This design comes from an exercise in tuning for small area, a short achievable clock period and few clock cycles per item on the open sky130 flow, not from production work.
Where RTL was checked, it was by simulation tests only, not by an equivalence proof against the original.
Only the layout flow was run in run 6; the RTL was not checked for function there.

<file path="design.v">
module aes_sb_mid (input wire [7:0] t, output wire [11:0] r);
  function automatic [1:0] m4(input [1:0] a, input [1:0] b);
    reg h; begin h = a[1] & b[1]; m4 = {((a[1] & b[0]) ^ (a[0] & b[1])) ^ h, (a[0] & b[0]) ^ h}; end
  endfunction
  function automatic [3:0] m16(input [3:0] a, input [3:0] b);
    reg [1:0] h, m, l; begin
      h = m4(a[3:2], b[3:2]); m = m4(a[3:2], b[1:0]) ^ m4(a[1:0], b[3:2]); l = m4(a[1:0], b[1:0]);
      m16 = {m ^ h, l ^ m4(h, 2'd3)};
    end
  endfunction
  function automatic [3:0] inv16(input [3:0] a);
    case (a)
      4'd0: inv16 = 4'd0;
      4'd1: inv16 = 4'd1;
      4'd2: inv16 = 4'd3;
      4'd3: inv16 = 4'd2;
      4'd4: inv16 = 4'd10;
      4'd5: inv16 = 4'd8;
      4'd6: inv16 = 4'd14;
      4'd7: inv16 = 4'd13;
      4'd8: inv16 = 4'd5;
      4'd9: inv16 = 4'd11;
      4'd10: inv16 = 4'd4;
      4'd11: inv16 = 4'd9;
      4'd12: inv16 = 4'd15;
      4'd13: inv16 = 4'd7;
      4'd14: inv16 = 4'd6;
      4'd15: inv16 = 4'd12;
    endcase
  endfunction
  function automatic [3:0] sqlam(input [3:0] a);
    case (a)
      4'd0: sqlam = 4'd0;
      4'd1: sqlam = 4'd8;
      4'd2: sqlam = 4'd4;
      4'd3: sqlam = 4'd12;
      4'd4: sqlam = 4'd13;
      4'd5: sqlam = 4'd5;
      4'd6: sqlam = 4'd9;
      4'd7: sqlam = 4'd1;
      4'd8: sqlam = 4'd11;
      4'd9: sqlam = 4'd3;
      4'd10: sqlam = 4'd15;
      4'd11: sqlam = 4'd7;
      4'd12: sqlam = 4'd6;
      4'd13: sqlam = 4'd14;
      4'd14: sqlam = 4'd2;
      4'd15: sqlam = 4'd10;
    endcase
  endfunction
  function automatic [3:0] sq(input [3:0] a);
    case (a)
      4'd0: sq = 4'd0;
      4'd1: sq = 4'd1;
      4'd2: sq = 4'd3;
      4'd3: sq = 4'd2;
      4'd4: sq = 4'd7;
      4'd5: sq = 4'd6;
      4'd6: sq = 4'd4;
      4'd7: sq = 4'd5;
      4'd8: sq = 4'd14;
      4'd9: sq = 4'd15;
      4'd10: sq = 4'd13;
      4'd11: sq = 4'd12;
      4'd12: sq = 4'd9;
      4'd13: sq = 4'd8;
      4'd14: sq = 4'd10;
      4'd15: sq = 4'd11;
    endcase
  endfunction
  wire [3:0] a1 = t[7:4], a0 = t[3:0];
  wire [3:0] d = sqlam(a1) ^ m16(a1, a0) ^ sq(a0);
  assign r = {a1, a0, inv16(d)};
endmodule
module aes_sb_mul (input wire [11:0] r, output wire [7:0] u);
  function automatic [1:0] m4(input [1:0] a, input [1:0] b);
    reg h; begin h = a[1] & b[1]; m4 = {((a[1] & b[0]) ^ (a[0] & b[1])) ^ h, (a[0] & b[0]) ^ h}; end
  endfunction
  function automatic [3:0] m16(input [3:0] a, input [3:0] b);
    reg [1:0] h, m, l; begin
      h = m4(a[3:2], b[3:2]); m = m4(a[3:2], b[1:0]) ^ m4(a[1:0], b[3:2]); l = m4(a[1:0], b[1:0]);
      m16 = {m ^ h, l ^ m4(h, 2'd3)};
    end
  endfunction
  assign u = {m16(r[11:8], r[3:0]), m16(r[11:8] ^ r[7:4], r[3:0])};
endmodule
module aes_sb_in (input wire [7:0] x, output wire [7:0] te, output wire [7:0] td);
  assign te[0] = x[0] ^ x[2] ^ x[5];
  assign te[1] = x[2] ^ x[4] ^ x[5] ^ x[6];
  assign te[2] = x[2] ^ x[3] ^ x[4] ^ x[5];
  assign te[3] = x[1] ^ x[2] ^ x[4];
  assign te[4] = x[1] ^ x[2] ^ x[3];
  assign te[5] = x[1] ^ x[4] ^ x[6] ^ x[7];
  assign te[6] = x[1] ^ x[2] ^ x[3] ^ x[4] ^ x[6] ^ x[7];
  assign te[7] = x[5] ^ x[7];
  assign td[0] = x[1] ^ x[5] ^ x[7];
  assign td[1] = ~(x[0] ^ x[2] ^ x[5] ^ x[6]);
  assign td[2] = ~(x[0] ^ x[3] ^ x[5] ^ x[6]);
  assign td[3] = ~(x[0] ^ x[4] ^ x[7]);
  assign td[4] = ~(x[1] ^ x[2] ^ x[3] ^ x[4] ^ x[5] ^ x[6] ^ x[7]);
  assign td[5] = x[3] ^ x[4] ^ x[5] ^ x[6];
  assign td[6] = ~(x[0] ^ x[1] ^ x[2] ^ x[3] ^ x[6] ^ x[7]);
  assign td[7] = x[1] ^ x[2] ^ x[6] ^ x[7];
endmodule
module aes_sb_ine (input wire [7:0] x, output wire [7:0] te);
  assign te[0] = x[0] ^ x[2] ^ x[5];
  assign te[1] = x[2] ^ x[4] ^ x[5] ^ x[6];
  assign te[2] = x[2] ^ x[3] ^ x[4] ^ x[5];
  assign te[3] = x[1] ^ x[2] ^ x[4];
  assign te[4] = x[1] ^ x[2] ^ x[3];
  assign te[5] = x[1] ^ x[4] ^ x[6] ^ x[7];
  assign te[6] = x[1] ^ x[2] ^ x[3] ^ x[4] ^ x[6] ^ x[7];
  assign te[7] = x[5] ^ x[7];
endmodule
module aes_sb_out (input wire [11:0] r, output wire [7:0] ye, output wire [7:0] yd);
  wire [7:0] u;
  aes_sb_mul u_mul (.r(r), .u(u));
  assign ye[0] = ~(u[0] ^ u[1] ^ u[7]);
  assign ye[1] = ~(u[0] ^ u[3] ^ u[4] ^ u[6]);
  assign ye[2] = u[0] ^ u[2] ^ u[6];
  assign ye[3] = u[0] ^ u[1] ^ u[6];
  assign ye[4] = u[0] ^ u[1] ^ u[2] ^ u[5] ^ u[7];
  assign ye[5] = ~(u[2] ^ u[4] ^ u[5] ^ u[6]);
  assign ye[6] = ~(u[4] ^ u[5] ^ u[7]);
  assign ye[7] = u[2] ^ u[3] ^ u[5];
  assign yd[0] = u[0] ^ u[2] ^ u[3] ^ u[4];
  assign yd[1] = u[4] ^ u[5] ^ u[6];
  assign yd[2] = u[1] ^ u[4] ^ u[6] ^ u[7];
  assign yd[3] = u[1] ^ u[4] ^ u[5] ^ u[7];
  assign yd[4] = u[1] ^ u[3] ^ u[5] ^ u[7];
  assign yd[5] = u[1] ^ u[2] ^ u[3] ^ u[6] ^ u[7];
  assign yd[6] = u[2] ^ u[4] ^ u[5] ^ u[7];
  assign yd[7] = u[1] ^ u[2] ^ u[3] ^ u[6];
endmodule
module aes_sb_oute (input wire [11:0] r, output wire [7:0] ye);
  wire [7:0] u;
  aes_sb_mul u_mul (.r(r), .u(u));
  assign ye[0] = ~(u[0] ^ u[1] ^ u[7]);
  assign ye[1] = ~(u[0] ^ u[3] ^ u[4] ^ u[6]);
  assign ye[2] = u[0] ^ u[2] ^ u[6];
  assign ye[3] = u[0] ^ u[1] ^ u[6];
  assign ye[4] = u[0] ^ u[1] ^ u[2] ^ u[5] ^ u[7];
  assign ye[5] = ~(u[2] ^ u[4] ^ u[5] ^ u[6]);
  assign ye[6] = ~(u[4] ^ u[5] ^ u[7]);
  assign ye[7] = u[2] ^ u[3] ^ u[5];
endmodule
module aes_dp (
  input  wire         clk,
  input  wire         rst,         
  input  wire         in_valid,
  output wire         in_ready,
  input  wire [1:0]   in_op,       
  input  wire         in_key256,   
  input  wire [255:0] in_key,
  input  wire [127:0] in_data,
  output reg          out_valid,
  output wire [127:0] out_data
);
  function automatic [7:0] xt(input [7:0] b);
    xt = {b[6:0], 1'b0} ^ (b[7] ? 8'h1b : 8'h00);
  endfunction
  function automatic [31:0] mix_col(input [31:0] c);
    reg [7:0] a0, a1, a2, a3;
    begin
      a0 = c[31:24]; a1 = c[23:16]; a2 = c[15:8]; a3 = c[7:0];
      mix_col[31:24] = xt(a0 ^ a1) ^ a1 ^ a2 ^ a3;
      mix_col[23:16] = xt(a1 ^ a2) ^ a2 ^ a3 ^ a0;
      mix_col[15:8]  = xt(a2 ^ a3) ^ a3 ^ a0 ^ a1;
      mix_col[7:0]   = xt(a3 ^ a0) ^ a0 ^ a1 ^ a2;
    end
  endfunction
  function automatic [31:0] pre_col(input [31:0] c);
    reg [7:0] a0, a1, a2, a3, u, v;
    begin
      a0 = c[31:24]; a1 = c[23:16]; a2 = c[15:8]; a3 = c[7:0];
      u = xt(xt(a0 ^ a2));
      v = xt(xt(a1 ^ a3));
      pre_col = {a0 ^ u, a1 ^ v, a2 ^ u, a3 ^ v};
    end
  endfunction
  function automatic [7:0] rcon_of(input [3:0] n);
    case (n)
      4'd1:  rcon_of = 8'h01;
      4'd2:  rcon_of = 8'h02;
      4'd3:  rcon_of = 8'h04;
      4'd4:  rcon_of = 8'h08;
      4'd5:  rcon_of = 8'h10;
      4'd6:  rcon_of = 8'h20;
      4'd7:  rcon_of = 8'h40;
      4'd8:  rcon_of = 8'h80;
      4'd9:  rcon_of = 8'h1b;
      4'd10: rcon_of = 8'h36;
      default: rcon_of = 8'h00;
    endcase
  endfunction
  function integer sr_src(input integer p);
    sr_src = (p % 4) + 4 * (((p / 4) + (p % 4)) % 4);
  endfunction
  function integer isr_src(input integer p);
    isr_src = (p % 4) + 4 * (((p / 4) - (p % 4) + 4) % 4);
  endfunction
  reg [127:0] ra, rout;      
  reg [191:0] rb;            
  reg [255:0] ks, kw;
  reg [47:0]  kmid;          
  reg         grp;           
  reg [4:0]   gcnt;          
  reg         gdec;          
  reg         g256;          
  reg         s1;            
  reg         pk, pk_dec, pk_ra;    
  reg         pk_ev;         
  reg         pr, pr_dec;    
  reg         to_rout;       
  reg [3:0]   khs;
  reg         ksf;
  reg         k256;
  reg [3:0]   gkh;
  reg         kw256;
  reg         kdir_ld;       
  reg         kx_load, ks_swap;
  reg         k1_go, k1_ks, k1_fwd, k1_cv;
  reg [9:0]   k1_p;          
  reg         k2_go, k2_fwd, k2_cv;
  reg [7:0]   k2_rcon;
  reg         a_act, a_park, a_dec, a_first, a_last, a_kks, a_kkw;
  wire        k1_rot  = k1_p[9];
  wire        k1_tinx = k1_p[8];
  reg         b_dec, b_fin;
  reg         rdy;
  assign in_ready = rdy;
  assign out_data = rout;
  genvar g;
  wire [127:0] mc = {mix_col(ra[127:96]), mix_col(ra[95:64]), mix_col(ra[63:32]), mix_col(ra[31:0])};
  wire [127:0] ka = ({128{a_kks}} & ks[255:128]) | ({128{a_kkw}} & kw[255:128]);
  wire [127:0] xa = (a_first ? ra : mc) ^ ka;
  wire [127:0] te, td;
  wire [191:0] rb_d;
  generate
    for (g = 0; g < 16; g = g + 1) begin : g_sa
      aes_sb_in u_in (.x(xa[127-8*g -: 8]), .te(te[127-8*g -: 8]), .td(td[127-8*g -: 8]));
    end
    for (g = 0; g < 16; g = g + 1) begin : g_sm
      wire [7:0]  t_d = (a_park && (g % 4 != 0)) ? td[127-8*g -: 8] : td[127-8*isr_src(g) -: 8];
      wire [7:0]  t   = a_dec ? t_d : te[127-8*sr_src(g) -: 8];
      aes_sb_mid u_mid (.t(t), .r(rb_d[191-12*g -: 12]));
    end
  endgenerate
  wire [127:0] ye, yd;
  generate
    for (g = 0; g < 16; g = g + 1) begin : g_sb
      aes_sb_out u_out (.r(rb[191-12*g -: 12]), .ye(ye[127-8*g -: 8]), .yd(yd[127-8*g -: 8]));
    end
  endgenerate
  wire [127:0] kb = kw[127:0];
  wire [127:0] qd = yd ^ kb;
  wire [127:0] y  = b_dec ? yd : ye;
  wire [127:0] pq = {pre_col(qd[127:96]), pre_col(qd[95:64]), pre_col(qd[63:32]), pre_col(qd[31:0])};
  wire [127:0] v  = b_dec ? pq : ye;
  function automatic [9:0] kparm(input [3:0] khp_i, input fwd, input aes256);
    reg [4:0] kh, t;
    begin
      kh = {1'b0, khp_i} - 5'd1;
      t  = fwd ? kh + 5'd2 : (aes256 ? kh : kh - 5'd1);
      kparm = {!aes256 || !t[0], !fwd && !aes256,
               !aes256 ? rcon_of(t[3:0]) : (t[0] ? 8'h00 : rcon_of({1'b0, t[3:1]}))};
    end
  endfunction
  wire [127:0] k1_b    = k1_ks ? ks[127:0] : kw[127:0];
  wire [31:0]  k_tin   = k1_tinx ? (k1_b[31:0] ^ k1_b[63:32]) : k1_b[31:0];
  wire [31:0]  k_rin   = k1_rot ? {k_tin[23:0], k_tin[31:24]} : k_tin;
  wire [47:0]  kmid_d;
  generate
    for (g = 0; g < 4; g = g + 1) begin : g_k1
      wire [7:0] kt;
      aes_sb_ine u_in (.x(k_rin[8*g +: 8]), .te(kt));
      aes_sb_mid u_mid (.t(kt), .r(kmid_d[12*g +: 12]));
    end
  endgenerate
  wire [31:0] k_sub;
  generate
    for (g = 0; g < 4; g = g + 1) begin : g_k2
      aes_sb_oute u_out (.r(kmid[12*g +: 12]), .ye(k_sub[8*g +: 8]));
    end
  endgenerate
  wire [31:0]  k_t    = k_sub ^ {k2_rcon, 24'h0};
  wire [127:0] kA = kw[255:128];
  wire [127:0] kB = kw[127:0];
  wire [127:0] k_base = k2_cv ? (k256 ? ks[255:128] : ks[127:0]) : (kw256 ? kA : kB);
  wire [31:0]  b0 = k_base[127:96], b1 = k_base[95:64], b2 = k_base[63:32], b3 = k_base[31:0];
  wire [127:0] k_n = k2_fwd ? {b0 ^ k_t, b0 ^ b1 ^ k_t, b0 ^ b1 ^ b2 ^ k_t, b0 ^ b1 ^ b2 ^ b3 ^ k_t}
                            : {b0 ^ k_t, b1 ^ b0, b2 ^ b1, b3 ^ b2};
  wire         k2_ks  = k2_go && k2_cv;     
  wire         k2_kw  = k2_go && !k2_cv;    
  wire       acc     = in_valid & rdy;
  wire       acc_key = acc & (in_op == 2'd2);
  wire       acc_blk = acc & ~in_op[1];
  wire       acc_dec = in_op[0];
  wire [4:0] last    = g256 ? 5'd28 : 5'd20;
  wire [3:0] nr_k    = k256 ? 4'd14 : 4'd10;
  wire [3:0] khs_s = ks_swap ? (ksf ? khs + 4'd1 : khs - 4'd1)
                   : (k2_ks ? (k2_fwd ? khs + 4'd1 : khs - 4'd1) : khs);
  wire       ksf_s = ks_swap ? !ksf : ksf;
  wire       ks_enc_s = ksf_s && (khs_s == 4'd1);
  wire       ks_dec_s = !ksf_s && (khs_s == nr_k + 4'd1);
  wire       ks_ok_e = ks_enc_s && !k1_cv;
  wire       ks_ok_d = ks_dec_s && !k1_cv;
  wire [3:0] gkh_s = kx_load ? (kdir_ld ? nr_k + 4'd1 : 4'd1)
                   : (k2_kw ? (k2_fwd ? gkh + 4'd1 : gkh - 4'd1) : gkh);
  reg        grp_n, gdec_n, g256_n, s1_n;
  reg [4:0]  gcnt_n, gcnt_c, last_n;
  reg        pk_n, pk_dec_n, pk_ra_n, pk_ev_n, pr_n, pr_dec_n, xin, xin_dec, xfer;
  reg        kx_load_n, ks_swap_n;
  reg        k1_go_n, k1_ks_n, k1_fwd_n, k1_cv_n;
  reg [9:0]  k1_p_n;
  reg        cv_want, cv_dec, cv_swap, cv_k1, cv_fwd, grp_k1;
  reg        a_act_n, a_park_n, a_dec_n, a_last_n;
  reg        rdy_n;
  reg        grp_c, s1_c, g_mid_n, x_join, x_start, p_start, start_n, start_dec;
  always @(*) begin
    cv_swap = 1'b0; cv_k1 = 1'b0; cv_fwd = 1'b1;
    cv_dec  = pk ? pk_dec : (pr && pr_dec);
    cv_want = !k1_cv && ((pk || pr) ? !(cv_dec ? ks_dec_s : ks_enc_s) : (!ksf_s && (khs_s == 4'd1)));
    if (!cv_dec) begin
      if (ksf_s) begin
        if (khs_s == 4'd0) cv_k1 = 1'b1;
        else cv_swap = 1'b1;
      end else if (khs_s > 4'd2) begin
        cv_k1 = 1'b1; cv_fwd = 1'b0;
      end else begin
        cv_swap = 1'b1;
      end
    end else begin
      if (ksf_s) begin
        if (khs_s == nr_k) cv_swap = 1'b1;
        else cv_k1 = 1'b1;
      end else begin
        cv_swap = 1'b1;
      end
    end
  end
  always @(*) begin
    grp_c   = grp && (gcnt != last);
    gcnt_c  = gcnt + 5'd1;
    s1_c    = (gcnt == 5'd0) ? (acc_blk && (acc_dec == gdec)) : s1;
    g_mid_n = grp_c && (gcnt_c != last);
    xfer    = pr && grp && (gcnt == last - 5'd1);
    xin     = (acc_blk && !to_rout) || xfer;
    xin_dec = xfer ? pr_dec : acc_dec;
    x_join  = acc_blk && !to_rout && grp && (gcnt == 5'd0) && (acc_dec == gdec);
    x_start = xin && !g_mid_n && (xin_dec ? ks_ok_d : ks_ok_e);
    p_start = pk && !pk_ra && !pk_ev && !g_mid_n && (pk_dec ? ks_ok_d : ks_ok_e);
    start_n = x_start || p_start;
    start_dec = xin ? xin_dec : pk_dec;
    pk_n = pk; pk_dec_n = pk_dec; pk_ra_n = !pk_ra; pk_ev_n = pk_ra ? pk_ev : !pk_ev;
    if (xin && !x_join && !x_start) begin
      pk_n = 1'b1; pk_dec_n = xin_dec; pk_ra_n = 1'b1; pk_ev_n = 1'b1;
    end else if (p_start) begin
      pk_n = 1'b0;
    end
    pr_n = (pr && !xfer) || (acc_blk && to_rout);
    pr_dec_n = pr ? pr_dec : acc_dec;
    if (start_n) begin
      grp_n = 1'b1; gcnt_n = 5'd0; gdec_n = start_dec; g256_n = k256; s1_n = 1'b0;
    end else begin
      grp_n = grp_c; gcnt_n = gcnt_c; gdec_n = gdec; g256_n = g256; s1_n = s1_c;
    end
    a_act_n = 1'b0; a_park_n = pk_n && pk_ra_n; a_dec_n = gdec || a_park_n; a_last_n = 1'b0;
    if (start_n) begin
      a_act_n = 1'b1; a_dec_n = start_dec;
    end else if (g_mid_n) begin
      if (!gcnt_c[0]) begin
        a_act_n = 1'b1; a_last_n = (gcnt_c == last - 5'd2);
      end else if (s1_c) begin
        a_act_n = 1'b1; a_last_n = (gcnt_c == last - 5'd1);
      end
    end
    grp_k1 = g_mid_n && (gdec ? (gcnt_c[0] && gcnt_c <= last - 5'd3)
                            : (!gcnt_c[0] && gcnt_c <= last - 5'd4));
    kx_load_n = start_n;
    ks_swap_n = 1'b0;
    k1_go_n = 1'b0; k1_ks_n = 1'b0; k1_fwd_n = 1'b1; k1_cv_n = 1'b0;
    k1_p_n  = kparm(gkh_s, !gdec, g256);
    if (start_n) begin
      k1_go_n = !start_dec; k1_ks_n = 1'b1;
      k1_p_n  = {1'b1, 1'b0, k256 ? 8'h01 : 8'h02};
    end else if (grp_k1) begin
      k1_go_n = 1'b1; k1_fwd_n = !gdec;
    end else if (cv_want && !acc_key) begin
      ks_swap_n = cv_swap;
      k1_go_n = cv_k1; k1_ks_n = 1'b1; k1_fwd_n = cv_fwd; k1_cv_n = cv_k1;
      k1_p_n  = kparm(khs_s, cv_fwd, k256);
    end
    last_n = g256_n ? 5'd28 : 5'd20;
    rdy_n  = !pk_n && !pr_n;
  end
  wire         ka_ks  = !g_mid_n;
  wire         ka_0   = gdec && (gcnt_c != 5'd1);
  always @(posedge clk) begin
    rb   <= rb_d;
    ra   <= (rdy && !to_rout) ? in_data : (xfer ? rout : v);
    if (rdy && to_rout)  rout <= in_data;
    else if (!pr || xfer) rout <= y ^ kb;
    kmid <= kmid_d;
    if (kx_load)    kw <= ks;
    else if (k2_kw) kw <= {kB, k_n};
    if (acc_key)      ks <= in_key;
    else if (ks_swap) ks <= {ks[127:0], ks[255:128]};
    else if (k2_ks)   ks <= {ks[127:0], k_n};
    k2_rcon <= k1_p[7:0];
    k2_fwd  <= k1_fwd;
    if (rst) begin
      grp <= 1'b0; gcnt <= 5'd0; gdec <= 1'b0; g256 <= 1'b0; s1 <= 1'b0;
      pk <= 1'b0; pk_dec <= 1'b0; pk_ra <= 1'b0; pk_ev <= 1'b0;
      pr <= 1'b0; pr_dec <= 1'b0; to_rout <= 1'b0;
      khs <= 4'd1; ksf <= 1'b1; k256 <= 1'b0; kdir_ld <= 1'b0;
      gkh <= 4'd0; kw256 <= 1'b0;
      kx_load <= 1'b0; ks_swap <= 1'b0;
      k1_go <= 1'b0; k1_ks <= 1'b0; k1_fwd <= 1'b0; k1_cv <= 1'b0; k1_p <= 10'd0;
      k2_go <= 1'b0; k2_cv <= 1'b0;
      a_act <= 1'b0; a_park <= 1'b0; a_dec <= 1'b0; a_first <= 1'b0; a_last <= 1'b0;
      a_kks <= 1'b0; a_kkw <= 1'b0;
      b_dec <= 1'b0; b_fin <= 1'b0;
      rdy <= 1'b1;
      out_valid <= 1'b0;
    end else begin
      grp <= grp_n; gcnt <= gcnt_n; gdec <= gdec_n; g256 <= g256_n; s1 <= s1_n;
      pk <= pk_n; pk_dec <= pk_dec_n; pk_ra <= pk_ra_n; pk_ev <= pk_ev_n;
      pr <= pr_n; pr_dec <= pr_dec_n;
      to_rout <= grp_n && (gcnt_n != 5'd0) && (gcnt_n < last_n - 5'd1);
      if (acc_key) begin
        khs <= 4'd1; ksf <= in_key256; k256 <= in_key256;
      end else begin
        khs <= khs_s; ksf <= ksf_s;
      end
      kdir_ld <= start_dec;
      gkh <= gkh_s;
      if (kx_load) kw256 <= k256;
      kx_load <= kx_load_n; ks_swap <= ks_swap_n;
      k1_go <= k1_go_n; k1_ks <= k1_ks_n; k1_fwd <= k1_fwd_n; k1_cv <= k1_cv_n && !acc_key;
      k1_p <= k1_p_n;
      k2_go <= k1_go && !(k1_cv && acc_key); k2_cv <= k1_cv;
      a_act <= a_act_n; a_park <= a_park_n; a_dec <= a_dec_n;
      a_first <= !g_mid_n || (gcnt_c == 5'd1) || a_park_n; a_last <= a_last_n;
      a_kks <= !a_park_n && ka_ks;
      a_kkw <= !a_park_n && !ka_ks && !ka_0;
      b_dec <= a_dec && !a_park; b_fin <= a_act && a_last;
      rdy <= rdy_n;
      out_valid <= b_fin;
    end
  end
endmodule
</file>
<file path="flow/run.sh">
#!/bin/bash
# The standard layout (the standard.sh: standard synthesis, floorplan,
# placement, CTS, routing) with two changes to how it is made:
# - repair_timing is asked to keep a larger setup margin, so that it sizes
#   and buffers the longest paths further;
# - the buffer that every input and output port gets is a buf_1 rather than
#   the cell buffer_ports picks by default (a delay buffer).
set -euo pipefail
bash standard.sh SETUP_SLACK_MARGIN=7.4 "BUFFER_PORTS_ARGS=-buffer_cell sky130_fd_sc_hd__buf_1" finish > standard.log 2>&1
</file>
<file path="standard.sh">
#!/bin/bash
# synth_recipe.tcl (not shown) runs the flow's synth.tcl, then flattens the netlist and writes it again
# the make line also repeats each setting of config.mk as NAME=value (left out here)
make -C /OpenROAD-flow-scripts/flow DESIGN_CONFIG=/design/flow/config.mk WORK_HOME=/design/flow/orfs CLKGATE_MAP_FILE= SYNTH_SCRIPT=/design/flow/synth_recipe.tcl "${@:-finish}"
</file>
<file path="config.mk">
export PLATFORM = sky130hd
export DESIGN_NAME = aes_dp
export DESIGN_NICKNAME = aes_dp
export VERILOG_FILES = /design/flow/design.v
export SDC_FILE = /design/flow/constraint.sdc
export NUM_CORES = 8
export LEC_CHECK = 0
export CAP_MARGIN = 20
export CORE_MARGIN = 2
export CORE_UTILIZATION = 55
export CTS_CLUSTER_DIAMETER = 80
export CTS_CLUSTER_SIZE = 30
export PLACE_DENSITY = 0.65
export SLEW_MARGIN = 40
</file>
<file path="constraint.sdc">
create_clock -name core_clock -period 12.0 [get_ports {clk}]
set_input_delay 2.4000 -clock core_clock [delete_from_list [all_inputs] [get_ports {clk}]]
set_output_delay 2.4000 -clock core_clock [all_outputs]
set_load 0.01 [all_outputs]
</file>
==> impl_metrics.toml, run 1 <==
[floorplanning]
core_um2 = 174000
ios = 520
start_util = 0.553
rows = 153
die_y_um = 422
die_w_um = 422
fp.dieArea_um2 = 178000

[yosys]
synth-seq-cells = 1074
avgSynthCellArea_um2 = 8.67
synthFlopType = "edfxtp_1"
synth-edff-count = 640
netlist_instances = 11100
ys_seq_area_frac = 0.291
yosys_warnings = 3
synthesis.area_um2 = 95900
synth_cell_types = 109
ys_async_sr_fraction = 0

[place]
portBuffers = 519
hpwl_mm = 288
gp_congestion = 1.02
dp.cells = 13400
pre_cts_ws_ns = 5.88
dpl-instance-area_um2 = 99900

[cells_and_area]
final_nets = 11900
final_cell_mix = "1650 x nand2_1, 1468 x xnor2_1, 816 x nor2_1, 811 x xor2_1, 745 x a21oi_1"
final_common_cell = "nand2_1"
fin_cells = 13900
design_area_um2 = 111000
area_growth_pct = 15.9
drive_gt1_frac = 0.161

[clock_tree]
clk_latency_ns = 0.79
cts_max_level = 3
cts_tree = "built"
clock_sinks = 1074
cts_root_buf = "clkbuf_16"
clkTransAtPathRegs_ns = 0.09
cts_hold_buf = 0
cts_made_buffers = 87
cts.path.max_buffers = 3

[route]
wire_per_inst_um = 27.5
drcViolationCount = 0
via_per_inst = 6.20
drt-total-wl_mm = 381
ant_nets = 0
drt_iter0_markers = 12100
firstDrtPassIters = 9
via_count = 86000

[timing]
hold_viol = 0
period_minus_slack_ns = 4.70
worst_pin_slew_ns = 0.965
layout_setup_ws_ns = 7.30
drv_slew = 0
grt_setup_unrepaired = "true"
fin_crit_sh = 0.392
finalClockSkew_ns = 0.0621
setup-violations-final = 0
setup_tns_ns = 0
slew-limit-headroom = 0.355
fmax_mhz = 213

[setup_path]
setup.worst_path.end_class = "flop"
critPathTopFamily = "XOR/XNOR gates"
cp_max_fo = 26
slowest_delay_ns = 0.57
worst-setup-path-type = "reg -> reg"
crit_path_top_delay_cell = "dfxtp_4"
crit_chain = "buf_16, a22oi_1, xnor2_2, xor3_1, xnor2_1, mux2_2, mux2_2, nor2b_1, xnor2_1, o21ai_2, xnor2_2, inv_1, ha_1, o21ai_0, o31ai_1"
arrival_ns = 5.34
r2r_setup_slack_ns = 7.30
crit_required_ns = 12.64
worst-path-buf-inv = 2
startpoint_type = "flop"

[outcome]
status = "finished clean"

[global_routing]
grt_max_degree = 203
grt_use_total = 0.405
overflow = 0
grt_pass1_vias = 78600
grt_pass1_wl_mm = 535
antenna_found_initial = 20

[job]
cap_violations = 0

[hold_path]
hold_class = "reg -> reg"
==> cell usage after synthesis (all sizes together), types with 11 or more instances <==
master / instances / share of area
edfxtp: 640 / 0.20
a22o: 16 / 0.0015
ha: 61 / 0.0080
xor3: 48 / 0.012
a2bb2oi: 17 / 0.0016
inv: 168 / 0.0066
buf: 162 / 0.0083
o22ai: 40 / 0.0027
mux2: 298 / 0.035
and2: 26 / 0.0017
a211oi: 154 / 0.012
nor3: 104 / 0.0054
xnor2: 1752 / 0.16
nand2: 1653 / 0.065
or2: 15 / 0.00098
dfxtp: 434 / 0.091
nor2b: 179 / 0.012
a31oi: 26 / 0.0018
o21ai: 777 / 0.041
o31ai: 15 / 0.0012
o211ai: 54 / 0.0042
xor2: 1017 / 0.095
xnor3: 181 / 0.043
nor2: 826 / 0.032
a221oi: 41 / 0.0041
nand2b: 92 / 0.0060
a21o: 24 / 0.0019
o21a: 16 / 0.0013
or3: 20 / 0.0013
clkbuf: 520 / 0.020
a211o: 11 / 0.0010
nor3b: 19 / 0.0015
nand3: 100 / 0.0052
a21oi: 798 / 0.042
a21boi: 12 / 0.00094
mux2i: 357 / 0.037
a22oi: 242 / 0.019
==> final cells by class <==
class | instances | area [um^2]
clock inverter | 68 | 983
sequential | 1074 | 28100
antenna | 8 | 20.0
tap | 2325 | 2910
fill | 14600 | 62400
clock buffer | 94 | 2290
inverter | 172 | 657
timing repair buffer | 994 | 6160
multi-input combinational | 9139 | 70100
==> worst register-to-register path, delay by kind of cell (launching register included) <==
kind | cells | cell delay, ns
AO/OA/AOI/OAI | 4 | 0.70
AND/OR/NAND/NOR | 1 | 0.19
buffers and inverters | 2 | 0.43
adder cells (fa/ha/maj) | 1 | 0.29
flip-flops | 1 | 0.57
multiplexers | 2 | 0.66
XOR/XNOR | 5 | 1.73
==> repair_timing <==
action                                  CTS  global route
cloned                                    0             5
gates resized for setup                 505           436
hold endpoints to repair                  0             0
pin swaps                                64            91
setup buffers                           119           186
endpoints found under the setup margin  190           159
==> state kept, by name (all words and copies together), names as in the netlist, 4 cells and up <==
name / count
kw: 256
rb: 192
ra: 128
k1_p: 10
gkh: 4
khs: 4
rout: 128
gcnt: 5
ks: 256
k2_rcon: 8
kmid: 48
==> kinds of logic after synthesis <==
kind of cell / Yosys count / share of synthesized area
xor gates and xnor gates: 2998 / 0.312
DFF: 1074 / 0.291
and+or+nand+nor: 3071 / 0.134
AOI/OAI and AO/OA: 2345 / 0.146
buffers and inverters: 854 / 0.0354
adders and majority gates: 62 / 0.00816
muxes: 662 / 0.0740
==> per-layer routing <==
metal	vias to the layer above	share of wire	GRT usage
li1	38400	-	-
met1	41700	0.38	0.543
met2	4972	0.43	0.597
met3	836	0.12	0.0907
met4	10	0.072	0.245
met5	-	0.00066	0
==> metrics by stage <==
step	util	hold slack, ns
3_5_place_dp	0.575	0.312
6_report	0.641	0.333
4_1_cts	0.617	0.333
5_1_grt	0.640	0.337
3_3_place_gp	0.572	0.314
2_1_floorplan	-	0.310
==> worst paths after layout <==
| path | endpoint | startpoint | cells past startpoint |
|---|---|---|---|
| worst max-delay path | rb[3] | a_kkw | 15 |
| worst min-delay path | k2_rcon[2] | k1_p[2] | 0 |
| worst max register to register | rb[3] | a_kkw | 15 |
| worst min register to register | k2_rcon[2] | k1_p[2] | 0 |
Testbench counts, summed over its fixed seeds: cycles 22,591, blocks 1,732.
==> run 2, diff against run 1 <==
--- a/config.mk
+++ b/config.mk
@@ -8,7 +8,5 @@
 export CAP_MARGIN = 20
 export CORE_MARGIN = 2
 export CORE_UTILIZATION = 55
-export CTS_CLUSTER_DIAMETER = 80
-export CTS_CLUSTER_SIZE = 30
 export PLACE_DENSITY = 0.65
 export SLEW_MARGIN = 40
==> run 2 against run 1 <==
- routed wire length grew 0.74%
- critical path type unchanged
- highest routed layer unchanged
- still clean
- largest cell class unchanged
==> impl_metrics.toml, run 2 <==
[outcome]
status = "finished clean"

[timing]
grt_setup_unrepaired = "true"
fin_crit_sh = 0.391
finalClockSkew_ns = 0.0491
drv_slew = 0
slew-limit-headroom = 0.309
worst_pin_slew_ns = 1.03
hold_viol = 0
fmax_mhz = 213
holdWs_ns = 0.322
setup-violations-final = 0
period_minus_slack_ns = 4.69
layout_setup_ws_ns = 7.31
setup_tns_ns = 0

[setup_path]
crit_chain = "xnor3_1, xnor3_1, mux2i_4, xnor2_4, xor3_1, xnor2_1, a221oi_2, buf_2, xor2_1, xnor2_1, xnor2_1, inv_1, ha_1, nand2_1, a22o_1"
arrival_ns = 5.39
r2r-end = "rb[75]"
setup.worst_path.end_class = "flop"
r2r_setup_slack_ns = 7.31
startpoint_type = "flop"
slowest_delay_ns = 0.55
worst-path-buf-inv = 2
reg2reg_from = "ra[50]"
crit_path_top_delay_cell = "xor3_1"
crit_top_cell = "xnor2_1"
worst-setup-path-type = "reg -> reg"
cp_max_fo = 9
critPathTopFamily = "XOR/XNOR gates"
rr_worst_depth = 15
crit_required_ns = 12.70
cp-startpoint = "ra[50]"

[global_routing]
grt_pass1_wl_mm = 538
grt_use_total = 0.409
grt_pass1_vias = 79100
antenna_found_initial = 20
grt_max_degree = 203
overflow = 0

[clock_tree]
clk_latency_ns = 0.83
cts_max_level = 4
cts.path.max_buffers = 3
cts_tree = "built"
cts_root_buf = "clkbuf_16"
cts_made_buffers = 133
clock_sinks = 1074
clkTransAtPathRegs_ns = 0.07
cts_hold_buf = 0

[hold_path]
hold_depth = 0
min_from = "k1_p[7]"
hold_class = "reg -> reg"
min_to = "k2_rcon[7]"

[yosys]
synth-seq-cells = 1074
synth-adder-area-share = 0.00816
synth-xor-area-share = 0.312
synthesis.area_um2 = 95900
synth_most_common_cell = "xnor2_1"
netlist_instances = 11100
synth_compound_area_frac = 0.146
synth.largest_area_cell = "edfxtp_1"
synth_top_area_frac = 0.200
yosys-top-cells-count = "1723 x xnor2_1, 1653 x nand2_1, 996 x xor2_1"
synth-simple-area-share = 0.134
avgSynthCellArea_um2 = 8.67
synth_top_family_by_area = "XOR/XNOR gates"
synth-edff-count = 640
ys_async_sr_fraction = 0
ys_top_cells_by_area = "edfxtp_1 20%, xnor2_1 16%, xor2_1 9.1%, dfxtp_1 9.1%, nand2_1 6.5%"
synthFlopType = "edfxtp_1"
ys_seq_area_frac = 0.291
synth_cell_types = 109
muxShareOfSynthArea = 0.0740
yosys_warnings = 3

[route]
drt_iter0_markers = 11500
via_per_inst = 6.19
drt-total-wl_mm = 384
firstDrtPassIters = 8
ant_nets = 0
wire_per_inst_um = 27.5
via_count = 86500
drcViolationCount = 0

[floorplanning]
rows = 153
die_w_um = 422
die_y_um = 422
fp.dieArea_um2 = 178000
ios = 520
start_util = 0.553
core_um2 = 174000

[place]
dp.cells = 13400
hpwl_mm = 288
gp_congestion = 1.02
pre_cts_ws_ns = 5.88
portBuffers = 519

[cells_and_area]
area_growth_pct = 17.7
drive_gt1_frac = 0.167
final_cell_mix = "1650 x nand2_1, 1471 x xnor2_1, 815 x nor2_1, 807 x xor2_1, 744 x a21oi_1"
reg_top3 = "ks: 256 flops, kw: 256 flops, rb: 192 flops"
fin_cells = 14000
final_common_cell = "nand2_1"
final_nets = 12000

[job]
cap_violations = 0
==> run 2: worst register-to-register path: stages (launching register included) <==
cell and delay (ns):
dfxtp_1 0.51, xnor3_1 0.49, xnor3_1 0.24, mux2i_4 0.30, xnor2_4 0.22, xor3_1 0.55
xnor2_1 0.20, a221oi_2 0.55, buf_2 0.31, xor2_1 0.19, xnor2_1 0.10, xnor2_1 0.29
inv_1 0.13, ha_1 0.29, nand2_1 0.04, a22o_1 0.18
==> run 2: logic make-up after synthesis <==
| kind of cell | after synthesis |
|---|---|
| xor gates and xnor gates | 2998 |
| buffers and inverters | 854 |
| and+or+nand+nor | 3071 |
| adders and majority gates | 62 |
| DFF | 1074 |
| AOI/OAI and AO/OA | 2345 |
| muxes | 662 |
==> run 2: layer usage <==
metal | vias up | GRT usage | routed length (um)
met3 | 891 | 0.100 | 47100
li1 | 38600 | - | -
met1 | 41900 | 0.542 | 146000
met2 | 5058 | 0.603 | 164000
met5 | - | 0 | 56
met4 | 8 | 0.244 | 27000
==> run 2: repair_timing <==
| item | CTS | global route |
|---|---|---|
| resized for setup | 500 | 469 |
| cloned | 1 | 5 |
| buffers inserted | 114 | 217 |
| pin swaps | 57 | 115 |
| setup endpoints to repair | 188 | 122 |
==> run 2: how the worst max path moves through the flow <==
| stage | endpoint | slack [ns] | depth (start not counted) |
|---|---|---|---|
| floorplan | kmid[24] | 7.49 | 18 |
| global placement | rb[120] | 6.01 | 14 |
| detailed placement | rb[168] | 5.88 | 14 |
| CTS | rb[75] | 7.24 | 16 |
| global route | rb[168] | 7.21 | 15 |
| finish | rb[75] | 7.31 | 15 |
==> run 2: layout make-up <==
cell class,instances,area (um^2)
antenna,9,22.5
clock buffer,186,3910
clock inverter,58,571
fill,14400,60700
inverter,172,657
multi-input combinational,9139,70200
sequential,1074,28100
tap,2325,2910
timing repair buffer,1019,6520
==> run 2: per-stage QoR <==
step / util / cell area, um^2
after floorplan: - / 96000
after global placement: 0.572 / 99300
after detailed placement: 0.575 / 99900
after CTS: 0.624 / 108000
after global routing: 0.650 / 113000
final: 0.650 / 113000
==> run 3, diff against run 2 <==
--- a/config.mk
+++ b/config.mk
@@ -8,5 +8,7 @@
 export CAP_MARGIN = 20
 export CORE_MARGIN = 2
 export CORE_UTILIZATION = 55
-export PLACE_DENSITY = 0.65
+export CTS_CLUSTER_DIAMETER = 80
+export CTS_CLUSTER_SIZE = 30
+export PLACE_DENSITY = 0.6
 export SLEW_MARGIN = 40
==> run 3 against run 2 <==
- final area down 0.75%
- via count down 0.29%
- routed wire length up 2.2%
- largest cell class unchanged
==> impl_metrics.toml, run 3 <==
[outcome]
status = "finished clean"

[place]
hpwl_mm = 296
gp_congestion = 1.03
pre_cts_ws_ns = 6.13
portBuffers = 519

[setup_path]
cp_max_fo = 41
arrival_ns = 5.10
rr_worst_depth = 11
r2r_setup_slack_ns = 7.38
crit_end = "ks[43]"
reg2reg_from = "k256"
r2r-end = "ks[43]"
worst-setup-path-type = "reg -> reg"
crit_required_ns = 12.49
cp-startpoint = "k256"
setup.worst_path.end_class = "flop"
startpoint_type = "flop"

[yosys]
synth_top_area_frac = 0.200
synth_top_family_by_area = "XOR/XNOR gates"
synthesis.area_um2 = 95900
synth-adder-area-share = 0.00816
muxShareOfSynthArea = 0.0740
synth_cell_types = 109
synth_compound_area_frac = 0.146
synthFlopType = "edfxtp_1"
ys_async_sr_fraction = 0
synth-simple-area-share = 0.134
ys_seq_area_frac = 0.291
synth_most_common_cell = "xnor2_1"
synth-edff-count = 640
avgSynthCellArea_um2 = 8.67
yosys-top-cells-count = "1723 x xnor2_1, 1653 x nand2_1, 996 x xor2_1"
synth-xor-area-share = 0.312
netlist_instances = 11100
ys_top_cells_by_area = "edfxtp_1 20%, xnor2_1 16%, xor2_1 9.1%, dfxtp_1 9.1%, nand2_1 6.5%"
yosys_warnings = 3
synth-seq-cells = 1074
synth.largest_area_cell = "edfxtp_1"

[timing]
drv_slew = 0
setup-violations-final = 0
grt_setup_unrepaired = "true"
slew-limit-headroom = 0.352
hold_viol = 0
finalClockSkew_ns = 0.0486
worst_pin_slew_ns = 0.968
fin_crit_sh = 0.385
setup_tns_ns = 0
fmax_mhz = 217
period_minus_slack_ns = 4.62
layout_setup_ws_ns = 7.38

[route]
drt-total-wl_mm = 393
ant_nets = 0
via_count = 86300
firstDrtPassIters = 8
via_per_inst = 6.19
drt_iter0_markers = 11500
wire_per_inst_um = 28.2
drcViolationCount = 0

[floorplanning]
start_util = 0.553
ios = 520
die_w_um = 422
die_y_um = 422
core_um2 = 174000
rows = 153
fp.dieArea_um2 = 178000

[clock_tree]
clkTransAtPathRegs_ns = 0.10
clk_latency_ns = 0.79
cts_tree = "built"
cts_made_buffers = 84
cts.path.max_buffers = 3
cts_max_level = 3
clock_sinks = 1074
cts_root_buf = "clkbuf_16"

[global_routing]
grt_max_degree = 198
grt_use_total = 0.418
grt_pass1_vias = 78600
antenna_found_initial = 28
overflow = 0
grt_pass1_wl_mm = 547

[cells_and_area]
final_nets = 12000
regArea_um2 = 28200
utilization = 0.645
final_common_cell = "nand2_1"
final_cell_mix = "1650 x nand2_1, 1462 x xnor2_1, 813 x nor2_1, 789 x xor2_1, 745 x a21oi_1"
drive_gt1_frac = 0.169
area_growth_pct = 16.8
multi_input_area_um2 = 70500
reg_top3 = "ks: 256 flops, kw: 256 flops, rb: 192 flops"
fillers = 14600

[hold_path]
hold_class = "reg -> reg"

[job]
cap_violations = 0
## run 3: cell types whose count changed in the layout (fill, tap and decap cells not counted), sizes merged
cell	delta
clkinv	-18
buf	+21
diode	+4
bufinv	-5
nor2	-1
inv	+35
clkinvlp	-1
clkbuf	-88
nand2	+1
## run 3: cell type report
class / count / share of cell area
Timing Repair Buffer: 1049 / 0.0583
Sequential cell: 1074 / 0.251
Clock inverter: 69 / 0.00968
Clock buffer: 89 / 0.0192
Tap cell: 2325 / 0.0260
Antenna cell: 13 / 0.000290
Inverter: 172 / 0.00583
Multi-Input combinational cell: 9139 / 0.629
## run 3: layer usage
layer  global-route usage  routed length [um]  up-vias
met4                0.229               26600       18
li1                     -                   -    38500
met2                0.614              166000     5097
met1                0.560              151000    41800
met3                0.107               48400      891
met5                    0                 265        -
## run 3: logic make-up (layout without fill, tap and decap cells)
logic type / after synthesis / in the layout
AND/OR/NAND/NOR: 3071 / 3072
XOR/XNOR: 2998 / 2998
AO/OA/AOI/OAI: 2345 / 2345
flip-flops: 1074 / 1074
buffers and inverters: 854 / 1379
multiplexers: 662 / 662
adder cells (fa/ha/maj): 62 / 62
other: 0 / 13
## run 3: critical path, stage by stage, from the launching register on
cell	delay (ns)
dfxtp_4	0.71
buf_4	0.76
mux2_2	0.41
a21oi_1	0.72
xnor2_1	0.25
xnor2_1	0.18
nand2_1	0.30
o21ai_0	0.27
xnor2_1	0.29
nor2_1	0.07
a21oi_1	0.15
o21ai_0	0.10
## run 3: repair_timing
| action | CTS | global route |
|---|---|---|
| endpoints found under the setup margin | 266 | 276 |
| gates resized for setup | 519 | 513 |
| gates cloned | 4 | 4 |
| setup buffers | 99 | 235 |
| hold endpoints to repair | 0 | 0 |
| hold buffers | 0 | 0 |
| pin swaps | 54 | 136 |
## run 3: worst min-delay path by stage
stage	startpoint	to	slack [ns]	cells past startpoint
2_1_floorplan	k1_fwd	k2_fwd	0.31	0
3_3_place_gp	k1_fwd	k2_fwd	0.31	0
3_5_place_dp	k1_fwd	k2_fwd	0.32	0
4_1_cts	k1_fwd	k2_fwd	0.33	0
5_1_grt	k1_p[2]	k2_rcon[2]	0.34	0
6_report	k1_p[7]	k2_rcon[7]	0.32	0
## run 3: per-stage QoR
stage,hold slack (ns),area [um^2],std cells
after global routing,0.339,112000,13900
final,0.317,112000,13900
after floorplan,0.310,96000,11100
after detailed placement,0.318,99900,13400
after global placement,0.312,99400,13400
after CTS,0.333,107000,13700
==> run 4, diff against run 3 <==
--- a/flow/run.sh
+++ b/flow/run.sh
@@ -6,4 +6,4 @@
 # - the buffer that every input and output port gets is a buf_1 rather than
 #   the cell buffer_ports picks by default (a delay buffer).
 set -euo pipefail
-bash standard.sh SETUP_SLACK_MARGIN=7.4 "BUFFER_PORTS_ARGS=-buffer_cell sky130_fd_sc_hd__buf_1" finish > standard.log 2>&1
+bash standard.sh SETUP_SLACK_MARGIN=7.3 "BUFFER_PORTS_ARGS=-buffer_cell sky130_fd_sc_hd__buf_1" finish > standard.log 2>&1
--- a/config.mk
+++ b/config.mk
@@ -10,5 +10,5 @@
 export CORE_UTILIZATION = 55
 export CTS_CLUSTER_DIAMETER = 80
 export CTS_CLUSTER_SIZE = 30
-export PLACE_DENSITY = 0.6
+export PLACE_DENSITY = 0.65
 export SLEW_MARGIN = 40
==> run 4 against run 3 <==
- largest cell class unchanged
- worst hold slack better by 0.015 ns
- first-iteration DRC count is 5.0% higher
- synthesized cell count stayed put
==> impl_metrics.toml, run 4 <==
[setup_path]
setup.worst_path.end_class = "flop"
startpoint_type = "flop"
cp_max_fo = 28
arrival_ns = 5.51
crit_required_ns = 12.70
worst-setup-path-type = "reg -> reg"
rr_worst_depth = 15

[global_routing]
antenna_found_initial = 31
overflow = 0
grt_pass1_vias = 78700
grt_pass1_wl_mm = 548
grt_max_degree = 203
grt_use_total = 0.418

[job]
cap_violations = 0

[route]
wire_per_inst_um = 28.4
drcViolationCount = 0
via_per_inst = 6.20
firstDrtPassIters = 8
via_count = 85800
drt-total-wl_mm = 392
ant_nets = 0
drt_iter0_markers = 12100

[cells_and_area]
area_growth_pct = 15.2
utilization = 0.636
final_common_cell = "nand2_1"
drive_gt1_frac = 0.149
final_nets = 11900
final_cell_mix = "1649 x nand2_1, 1508 x xnor2_1, 832 x xor2_1, 817 x nor2_1, 754 x a21oi_1"
reg_top3 = "ks: 256 flops, kw: 256 flops, rb: 192 flops"

[yosys]
ys_async_sr_fraction = 0
netlist_instances = 11100
synth_cell_types = 109
ys_seq_area_frac = 0.291
synth-edff-count = 640
synth.largest_area_cell = "edfxtp_1"
synthesis.area_um2 = 95900
synth_top_area_frac = 0.200
synth_most_common_cell = "xnor2_1"
yosys_warnings = 3
synth-seq-cells = 1074
yosys-top-cells-count = "1723 x xnor2_1, 1653 x nand2_1, 996 x xor2_1"
avgSynthCellArea_um2 = 8.67
ys_top_cells_by_area = "edfxtp_1 20%, xnor2_1 16%, xor2_1 9.1%, dfxtp_1 9.1%, nand2_1 6.5%"
synthFlopType = "edfxtp_1"

[timing]
slew-limit-headroom = 0.311
period_minus_slack_ns = 4.81
grt_setup_unrepaired = "true"
setup_tns_ns = 0
fin_crit_sh = 0.401
drv_slew = 0
setup-violations-final = 0
worst_pin_slew_ns = 1.03
finalClockSkew_ns = 0.0838
hold_viol = 0
fmax_mhz = 208

[clock_tree]
cts_made_buffers = 83
cts_max_level = 3
cts.path.max_buffers = 3
cts_root_buf = "clkbuf_16"
cts_tree = "built"
clk_latency_ns = 0.82
cts_hold_buf = 0
clock_sinks = 1074
clkTransAtPathRegs_ns = 0.11

[floorplanning]
die_w_um = 422
fp.dieArea_um2 = 178000
start_util = 0.553
rows = 153
die_y_um = 422
core_um2 = 174000
ios = 520

[place]
gp_congestion = 1.02
hpwl_mm = 293
portBuffers = 519

[hold_path]
hold_class = "reg -> reg"
hold_depth = 0

[outcome]
status = "finished clean"
==> run 4: cell counts after synthesis <==
Identical to the previous run, type by type.
==> run 4: cells by family (layout without fill, tap and decap cells) <==
family                     after synthesis  count (layout)  synth area share
AOI/OAI and AO/OA                     2345            2345             0.146
xor gates and xnor gates              2998            2998             0.312
DFF                                   1074            1074             0.291
buffers and inverters                  854            1283            0.0354
muxes                                  662             662            0.0740
other                                    0              15                 0
adders and majority gates               62              62           0.00816
and+or+nand+nor                       3071            3071             0.134
==> run 4: critical path, stage by stage (launching register included) <==
cell,delay (ns)
dfxtp_4,0.43
buf_16,0.22
and2_2,0.24
buf_8,0.24
a221oi_1,0.11
a21oi_1,0.50
mux2i_1,0.45
xnor2_2,0.44
buf_4,0.20
mux2i_1,0.08
xor2_1,0.17
a22oi_1,0.48
xnor2_2,0.24
inv_1,0.09
ha_1,0.33
mux4_2,0.46
==> run 4: path summary, 6_finish.rpt <==
check | slack [ns] | endpoint | startpoint
max | 7.19 | kmid[0] | k1_ks
min | 0.33 | k2_rcon[3] | k1_p[3]
max reg2reg | 7.19 | kmid[0] | k1_ks
min reg2reg | 0.33 | k2_rcon[3] | k1_p[3]
==> run 4: final cells by class <==
class	count	area (um^2)
diodes	15	37.5
clock buffers	87	2090
clock inverters	69	1160
fillers	15000	63100
inverters	172	652
multi-input cells	9138	69400
flip-flops and latches	1074	28100
well taps	2325	2910
repair buffers	955	6160
==> run 4: repair_timing <==
action / CTS / global route
endpoints found under the setup margin: 175 / 145
buffers inserted: 100 / 144
cloned: 8 / 8
resized for setup: 410 / 397
pin swaps: 57 / 72
==> run 4: routing by layer <==
layer	global-route usage	wire, um	share of wire	vias to the layer above
li1	-	-	-	38400
met1	0.560	151000	0.38	41600
met2	0.615	166000	0.42	5010
met3	0.102	47000	0.12	833
met4	0.241	28100	0.072	12
met5	0	92	0.00023	-
==> run 4: stage by stage <==
| stage | cells | hold slack, ns | setup WS, ns | instance area [um^2] |
|---|---|---|---|---|
| floorplan | 11100 | 0.310 | 7.36 | 96000 |
| global placement | 13400 | 0.314 | 5.89 | 99400 |
| detailed placement | 13400 | 0.313 | 5.91 | 100000 |
| CTS | 13700 | 0.333 | 7.19 | 107000 |
| global route | 13800 | 0.340 | 7.08 | 110000 |
| finish | 13800 | 0.332 | 7.19 | 111000 |
==> run 5, diff against run 4 <==
==> flow/run.sh (replaced) <==
#!/bin/bash
# The standard layout (the standard.sh: standard synthesis, floorplan,
# placement, CTS, routing) with three changes to how it is made:
# - the buffers synthesis inserted are removed before placement (the
#   resizer buffers the design itself);
# - repair_timing is asked to keep a larger setup margin, so that it sizes
#   and buffers the longest paths further;
# - the buffer that every input and output port gets is a buf_1 rather than
#   the cell buffer_ports picks by default (a delay buffer).
set -euo pipefail
bash standard.sh SETUP_SLACK_MARGIN=7.4 REMOVE_ABC_BUFFERS=1 "BUFFER_PORTS_ARGS=-buffer_cell sky130_fd_sc_hd__buf_1" finish > standard.log 2>&1
==> run 5 against run 4 <==
- still clean
- critical path depth is 2 higher
- routed wire length fell by 3.8%
- sequential cell count is the same
- first-iteration DRC count fell by 11%
- critical endpoint is now rb[169]
- highest routed layer unchanged
==> impl_metrics.toml, run 5 <==
[floorplanning]
die_w_um = 422
die_y_um = 422
rows = 153
ios = 520
core_um2 = 174000
fp.dieArea_um2 = 178000
start_util = 0.553

[yosys]
synth-seq-cells = 1074
netlist_instances = 11100
synth_most_common_cell = "xnor2_1"
ys_top_cells_by_area = "edfxtp_1 20%, xnor2_1 16%, xor2_1 9.1%, dfxtp_1 9.1%, nand2_1 6.5%"
yosys-top-cells-count = "1723 x xnor2_1, 1653 x nand2_1, 996 x xor2_1"
ys_async_sr_fraction = 0
synth.largest_area_cell = "edfxtp_1"
synth_top_area_frac = 0.200
avgSynthCellArea_um2 = 8.67
ys_seq_area_frac = 0.291
yosys_warnings = 3
synth_cell_types = 109
synth-edff-count = 640
synthFlopType = "edfxtp_1"
synthesis.area_um2 = 95900

[setup_path]
crit_top_cell = "o211ai_1"
crit_cells = 17
rr_worst_depth = 17
crit_required_ns = 12.72
setup.worst_path.end_class = "flop"
crit_path_top_delay_cell = "xnor2_1"
worst-setup-path-type = "reg -> reg"
cp_max_fo = 6
worst-path-buf-inv = 2
slowest_delay_ns = 0.55
arrival_ns = 5.49
startpoint_type = "flop"
critPathTopFamily = "XOR/XNOR gates"
crit_chain = "xnor3_1, xor2_2, mux2i_4, xnor2_4, xnor2_1, or3_1, o211ai_1, buf_4, o211ai_1, xnor2_1, a2111oi_1, o211a_1, o31ai_4, xor2_2, buf_4, or3_1, o211ai_1"

[timing]
worst_pin_slew_ns = 0.957
grt_setup_unrepaired = "true"
setup-violations-final = 0
fin_crit_sh = 0.398
hold_viol = 0
slew-limit-headroom = 0.355
drv_slew = 0
fmax_mhz = 210
finalClockSkew_ns = 0.0529
holdWs_ns = 0.339
period_minus_slack_ns = 4.77
setup_tns_ns = 0

[global_routing]
overflow = 0
antenna_found_initial = 22
grt_pass1_vias = 79400
grt_pass1_wl_mm = 531
grt_use_total = 0.399
grt_max_degree = 173

[hold_path]
hold_depth = 0
hold_class = "reg -> reg"

[clock_tree]
cts_root_buf = "clkbuf_16"
cts_max_level = 3
cts_tree = "built"
cts_made_buffers = 95
clkTransAtPathRegs_ns = 0.11
cts.path.max_buffers = 3
clock_sinks = 1074
clk_latency_ns = 0.80

[route]
drt_iter0_markers = 10700
firstDrtPassIters = 9
via_count = 86100
drcViolationCount = 0
drt-total-wl_mm = 378
wire_per_inst_um = 27.0
via_per_inst = 6.16
ant_nets = 0

[cells_and_area]
final_nets = 12000
reg_top3 = "ks: 256 flops, kw: 256 flops, rb: 192 flops"
fillers = 14400
final_cell_mix = "1648 x nand2_1, 1442 x xnor2_1, 813 x nor2_1, 795 x xor2_1, 733 x a21oi_1"
area_growth_pct = 18.8
drive_gt1_frac = 0.182
final_common_cell = "nand2_1"

[job]
cap_violations = 0

[place]
hpwl_mm = 271
gp_congestion = 1.04
portBuffers = 519

[outcome]
status = "finished clean"
## run 5: cell counts after synthesis
No cell type changed its count.
## run 5: timing repair
action / in CTS / in global routing
gates cloned: 5 / 7
endpoints found under the hold margin: 0 / 0
endpoints found under the setup margin: 251 / 216
pin swaps: 96 / 180
setup buffers: 149 / 275
gates resized for setup: 720 / 562
hold buffers: 0 / 0
## run 5: stage by stage
stage,util,cell area (um^2),setup slack [ns],std cells
3_3_place_gp,0.570,99000,5.73,13300
3_5_place_dp,0.572,99300,5.81,13300
6_report,0.657,114000,7.23,14000
4_1_cts,0.625,109000,7.29,13700
5_1_grt,0.657,114000,7.08,14000
2_1_floorplan,-,93200,-9.46,10400
## run 5: cell families (layout without fill, tap and decap cells)
group	after synthesis	after routing	share of synthesized area
buffers and inverters	854	1426	0.0354
other	0	9	0
AOI/OAI and AO/OA	2345	2346	0.146
xor gates and xnor gates	2998	2998	0.312
adders and majority gates	62	62	0.00816
and+or+nand+nor	3071	3071	0.134
DFF	1074	1074	0.291
muxes	662	662	0.0740
## run 5: cell type report
class                      instances  area, um^2  share of cell area
multi-input combinational       9139       71300               0.625
antenna                            9        22.5            0.000198
tap                             2325        2910              0.0255
inverter                         172         656             0.00575
clock inverter                    76        1340              0.0117
sequential                      1074       28300               0.248
clock buffer                     103        2510              0.0220
timing repair buffer            1075        7030              0.0617
## run 5: metal layers
metal  vias up  wire [um]  track usage
met4        12      32200        0.275
met1     41500     140000        0.505
met3      1134      38000       0.0761
met5         -        150            0
li1      38600          -            -
met2      4830     167000        0.616
## run 5: final timing paths
check	startpoint	slack [ns]	endpoint
worst min register to register	k1_p[6]	0.34	k2_rcon[6]
worst max-delay path	ra[104]	7.23	rb[169]
worst max register to register	ra[104]	7.23	rb[169]
worst min-delay path	k1_p[6]	0.34	k2_rcon[6]
==> run 6, diff against run 5 <==
--- a/design.v
+++ b/design.v
@@ -223,6 +223,7 @@
   reg [9:0]   k1_p;          
   reg         k2_go, k2_fwd, k2_cv;
   reg [7:0]   k2_rcon;
+  reg         k2_rot;
   reg         a_act, a_park, a_dec, a_first, a_last, a_kks, a_kkw;
   wire        k1_rot  = k1_p[9];
   wire        k1_tinx = k1_p[8];
@@ -268,12 +269,11 @@
   endfunction
   wire [127:0] k1_b    = k1_ks ? ks[127:0] : kw[127:0];
   wire [31:0]  k_tin   = k1_tinx ? (k1_b[31:0] ^ k1_b[63:32]) : k1_b[31:0];
-  wire [31:0]  k_rin   = k1_rot ? {k_tin[23:0], k_tin[31:24]} : k_tin;
   wire [47:0]  kmid_d;
   generate
     for (g = 0; g < 4; g = g + 1) begin : g_k1
       wire [7:0] kt;
-      aes_sb_ine u_in (.x(k_rin[8*g +: 8]), .te(kt));
+      aes_sb_ine u_in (.x(k_tin[8*g +: 8]), .te(kt));
       aes_sb_mid u_mid (.t(kt), .r(kmid_d[12*g +: 12]));
     end
   endgenerate
@@ -283,7 +283,7 @@
       aes_sb_oute u_out (.r(kmid[12*g +: 12]), .ye(k_sub[8*g +: 8]));
     end
   endgenerate
-  wire [31:0]  k_t    = k_sub ^ {k2_rcon, 24'h0};
+  wire [31:0]  k_t    = (k2_rot ? {k_sub[23:0], k_sub[31:24]} : k_sub) ^ {k2_rcon, 24'h0};
   wire [127:0] kA = kw[255:128];
   wire [127:0] kB = kw[127:0];
   wire [127:0] k_base = k2_cv ? (k256 ? ks[255:128] : ks[127:0]) : (kw256 ? kA : kB);
@@ -408,6 +408,7 @@
     else if (ks_swap) ks <= {ks[127:0], ks[255:128]};
     else if (k2_ks)   ks <= {ks[127:0], k_n};
     k2_rcon <= k1_p[7:0];
+    k2_rot  <= k1_rot;
     k2_fwd  <= k1_fwd;
     if (rst) begin
       grp <= 1'b0; gcnt <= 5'd0; gdec <= 1'b0; g256 <= 1'b0; s1 <= 1'b0;
==> flow/run.sh (replaced) <==
#!/bin/bash
# The standard layout (the standard.sh: standard synthesis, floorplan,
# placement, CTS, routing) with two changes to how it is made:
# - repair_timing is asked to keep a larger setup margin, so that it sizes
#   and buffers the longest paths further;
# - the buffer that every input and output port gets is a buf_1 rather than
#   the cell buffer_ports picks by default (a delay buffer).
set -euo pipefail
bash standard.sh SETUP_SLACK_MARGIN=7.4 "BUFFER_PORTS_ARGS=-buffer_cell sky130_fd_sc_hd__buf_1" finish > standard.log 2>&1
==> run 6 against run 5 <==
- still clean
- core utilization fell by 1.7 points
- fmax rose by 2.8%
- sequential share of layout area rose by 0.18 points
- sequential cell count rose by 1
- first-iteration DRC count rose by 5.0%
- cell count fell by 0.81%
- clock skew rose by 0.0087 ns
- setup slack improved by 0.13 ns
- critical path type unchanged
- critical endpoint is now rb[147]
==> impl_metrics.toml, run 6 <==
[outcome]
status = "finished clean"

[yosys]
synth.largest_area_cell = "edfxtp_1"
synthFlopType = "edfxtp_1"
synth_cell_types = 115
avgSynthCellArea_um2 = 8.83
yosys_warnings = 3
synth-seq-cells = 1075
muxShareOfSynthArea = 0.0727
synth-edff-count = 640
ys_top_cells_by_area = "edfxtp_1 20%, xnor2_1 15%, dfxtp_1 8.9%, xor2_1 8.4%, nand2_1 6.4%"
ys_seq_area_frac = 0.286
synth_top_area_frac = 0.197
synth-adder-area-share = 0.00826
netlist_instances = 11100
synth_compound_area_frac = 0.148
synth-xor-area-share = 0.317
ys_async_sr_fraction = 0
synthesis.area_um2 = 97600
synth_top_family_by_area = "XOR/XNOR gates"
synth-simple-area-share = 0.135
synth_most_common_cell = "nand2_1"
yosys-top-cells-count = "1664 x nand2_1, 1626 x xnor2_1, 938 x xor2_1"

[setup_path]
crit_chain = "buf_4, buf_6, a22oi_1, xnor2_2, xor2_2, xnor2_1, xnor2_2, a31oi_4, inv_2, nor3_1, a21oi_1, o22ai_1, xnor2_2, inv_1, ha_1, nand2_1, a22o_1"
crit_top_cell = "xnor2_2"
reg2reg_from = "a_kks"
arrival_ns = 5.28
cp_max_fo = 12
cp-startpoint = "a_kks"
crit_required_ns = 12.64
rr_worst_depth = 17
worst-setup-path-type = "reg -> reg"
slowest_delay_ns = 0.68
setup.worst_path.end_class = "flop"
startpoint_type = "flop"
crit_path_top_delay_cell = "a22oi_1"
r2r_setup_slack_ns = 7.36

[timing]
slew-limit-headroom = 0.318
finalClockSkew_ns = 0.0617
hold_viol = 0
drv_slew = 0
layout_setup_ws_ns = 7.36
period_minus_slack_ns = 4.64
grt_setup_unrepaired = "true"
worst_pin_slew_ns = 1.02
fmax_mhz = 215
fin_crit_sh = 0.387
setup-violations-final = 0
setup_tns_ns = 0

[place]
dp.cells = 13400
pre_cts_ws_ns = 6.10
dpl-instance-area_um2 = 102000
hpwl_mm = 295
portBuffers = 519
gp_congestion = 1.03

[cells_and_area]
final_nets = 11900
final_cell_mix = "1661 x nand2_1, 1414 x xnor2_1, 803 x a21oi_1, 780 x xor2_1, 738 x nor2_1"
area_growth_pct = 15.4
drive_gt1_frac = 0.152
reg_top3 = "ks: 256 flops, kw: 256 flops, rb: 192 flops"
design_area_um2 = 113000
final_common_cell = "nand2_1"
fillers = 14900
fin_cells = 13900

[global_routing]
grt_max_degree = 183
grt_use_total = 0.416
grt_pass1_vias = 78300
antenna_found_initial = 27
grt_pass1_wl_mm = 549
overflow = 0

[clock_tree]
cts_max_level = 3
cts_tree = "built"
clock_sinks = 1075
cts_made_buffers = 89
cts.path.max_buffers = 3
cts_root_buf = "clkbuf_16"
clkTransAtPathRegs_ns = 0.09
clk_latency_ns = 0.79

[route]
firstDrtPassIters = 8
drt_iter0_markers = 11300
drt-total-wl_mm = 395
via_per_inst = 6.25
via_count = 86600
drcViolationCount = 0
wire_per_inst_um = 28.5
ant_nets = 0

[floorplanning]
start_util = 0.554
die_w_um = 425
fp.dieArea_um2 = 181000
ios = 520
core_um2 = 176000
die_y_um = 425
rows = 154

[hold_path]
min_from = "k1_p[9]"
hold_depth = 0
hold_class = "reg -> reg"

[job]
cap_violations = 0
[run 6: cell count changes in the layout (fill, tap and decap cells not counted), sizes merged, moves of 41 or more]
cell,before,now
xnor2,1752,1675
xnor3,181,251
xor2,1017,969
o21ai,777,717
buf,1062,935
o211ai,54,95
nor2,826,743
[run 6: area by class of cell]
class	instances	area [um^2]	share of cell area
inverter	174	664	0.00589
tap	2340	2930	0.0260
sequential	1075	28200	0.250
antenna	16	40.0	0.000355
clock inverter	70	945	0.00838
multi-input combinational	9146	71400	0.634
clock buffer	93	2290	0.0204
timing repair buffer	946	6240	0.0554
[run 6: repair_timing]
item                       4_1_cts  5_1_grt
cloned                           7        5
pin swaps                       57       82
setup endpoints to repair      205      152
buffers inserted               112      155
hold buffers                     0        0
gates resized for setup        445      402
[run 6: critical path, delay by kind of cell (launching register included)]
kind | cells | cell delay, ns
simple gates | 2 | 0.30
compound gates | 5 | 1.56
fa+ha+maj | 1 | 0.29
flops | 1 | 0.41
xor+xnor | 5 | 1.27
buf+inv | 4 | 0.67
[run 6: final timing paths]
| kind | to |
|---|---|
| worst max-delay path | rb[147] |
| worst min-delay path | k2_rot |
| worst max register to register | rb[147] |
| worst min register to register | k2_rot |
[run 6: routing by layer]
layer  vias to the layer above  part of all wire  track usage
li1                      38600                 -            -
met1                     42200              0.39        0.566
met2                      4922              0.42        0.600
met3                       824              0.12       0.0917
met4                         6             0.074        0.257
met5                         -           0.00011            0
[run 6: logic make-up (layout without fill, tap and decap cells)]
| logic type | Yosys count | in the layout |
|---|---|---|
| xor gates and xnor gates | 2956 | 2956 |
| DFF | 1075 | 1075 |
| other | 0 | 16 |
| adders and majority gates | 64 | 64 |
| AOI/OAI and AO/OA | 2377 | 2377 |
| buffers and inverters | 845 | 1283 |
| muxes | 661 | 661 |
| and+or+nand+nor | 3086 | 3088 |
[run 6: metrics by stage]
stage               hold slack (ns)   util
finish                        0.329  0.639
global route                  0.333  0.639
CTS                           0.331  0.618
detailed placement            0.312  0.577
global placement              0.312  0.574
floorplan                     0.310      -

## separate check: timing with driven ports
How much do the figures lean on ideal ports? The routed layouts below were timed once more, with nothing changed but the port constraints. Step 1 assumes that a clkbuf_16 drives the clock port and a buf_2 every other input. Step 2 adds t to the input delays and takes it off the output delays; t is the mean of the earliest and latest rising clock arrival at the registers after step 1. Input paths then give back, and output paths get back, about the clock's delay inside the block. Three values: ideal, step 1, step 2; two values: the first two.
run | shift t [ns] | setup slack, ns | hold WS [ns] | clock arrival spread, ns | cell pins on the clock port's net
run 1 | 0.853 | 7.297 / 7.297 / 6.825 | 0.333 / 0.333 / 0.333 | 0.065 / 0.065 | 1
run 2 | 0.907 | 7.311 / 7.311 / 6.705 | 0.322 / 0.322 / 0.322 | 0.050 / 0.049 | 1
run 3 | 0.865 | 7.383 / 7.383 / 6.926 | 0.317 / 0.317 / 0.317 | 0.049 / 0.049 | 1
run 4 | 0.876 | 7.191 / 7.191 / 6.670 | 0.332 / 0.332 / 0.332 | 0.086 / 0.086 | 1
run 5 | 0.875 | 7.228 / 7.228 / 6.662 | 0.339 / 0.339 / 0.339 | 0.061 / 0.061 | 1
run 6 | 0.855 | 7.358 / 7.358 / 6.777 | 0.329 / 0.329 / 0.329 | 0.063 / 0.062 | 1
After both steps every run listed still meets setup and hold. The setup slack of run 2, which loses most, moves by 0.000 ns with the drivers and by -0.606 ns with both steps.
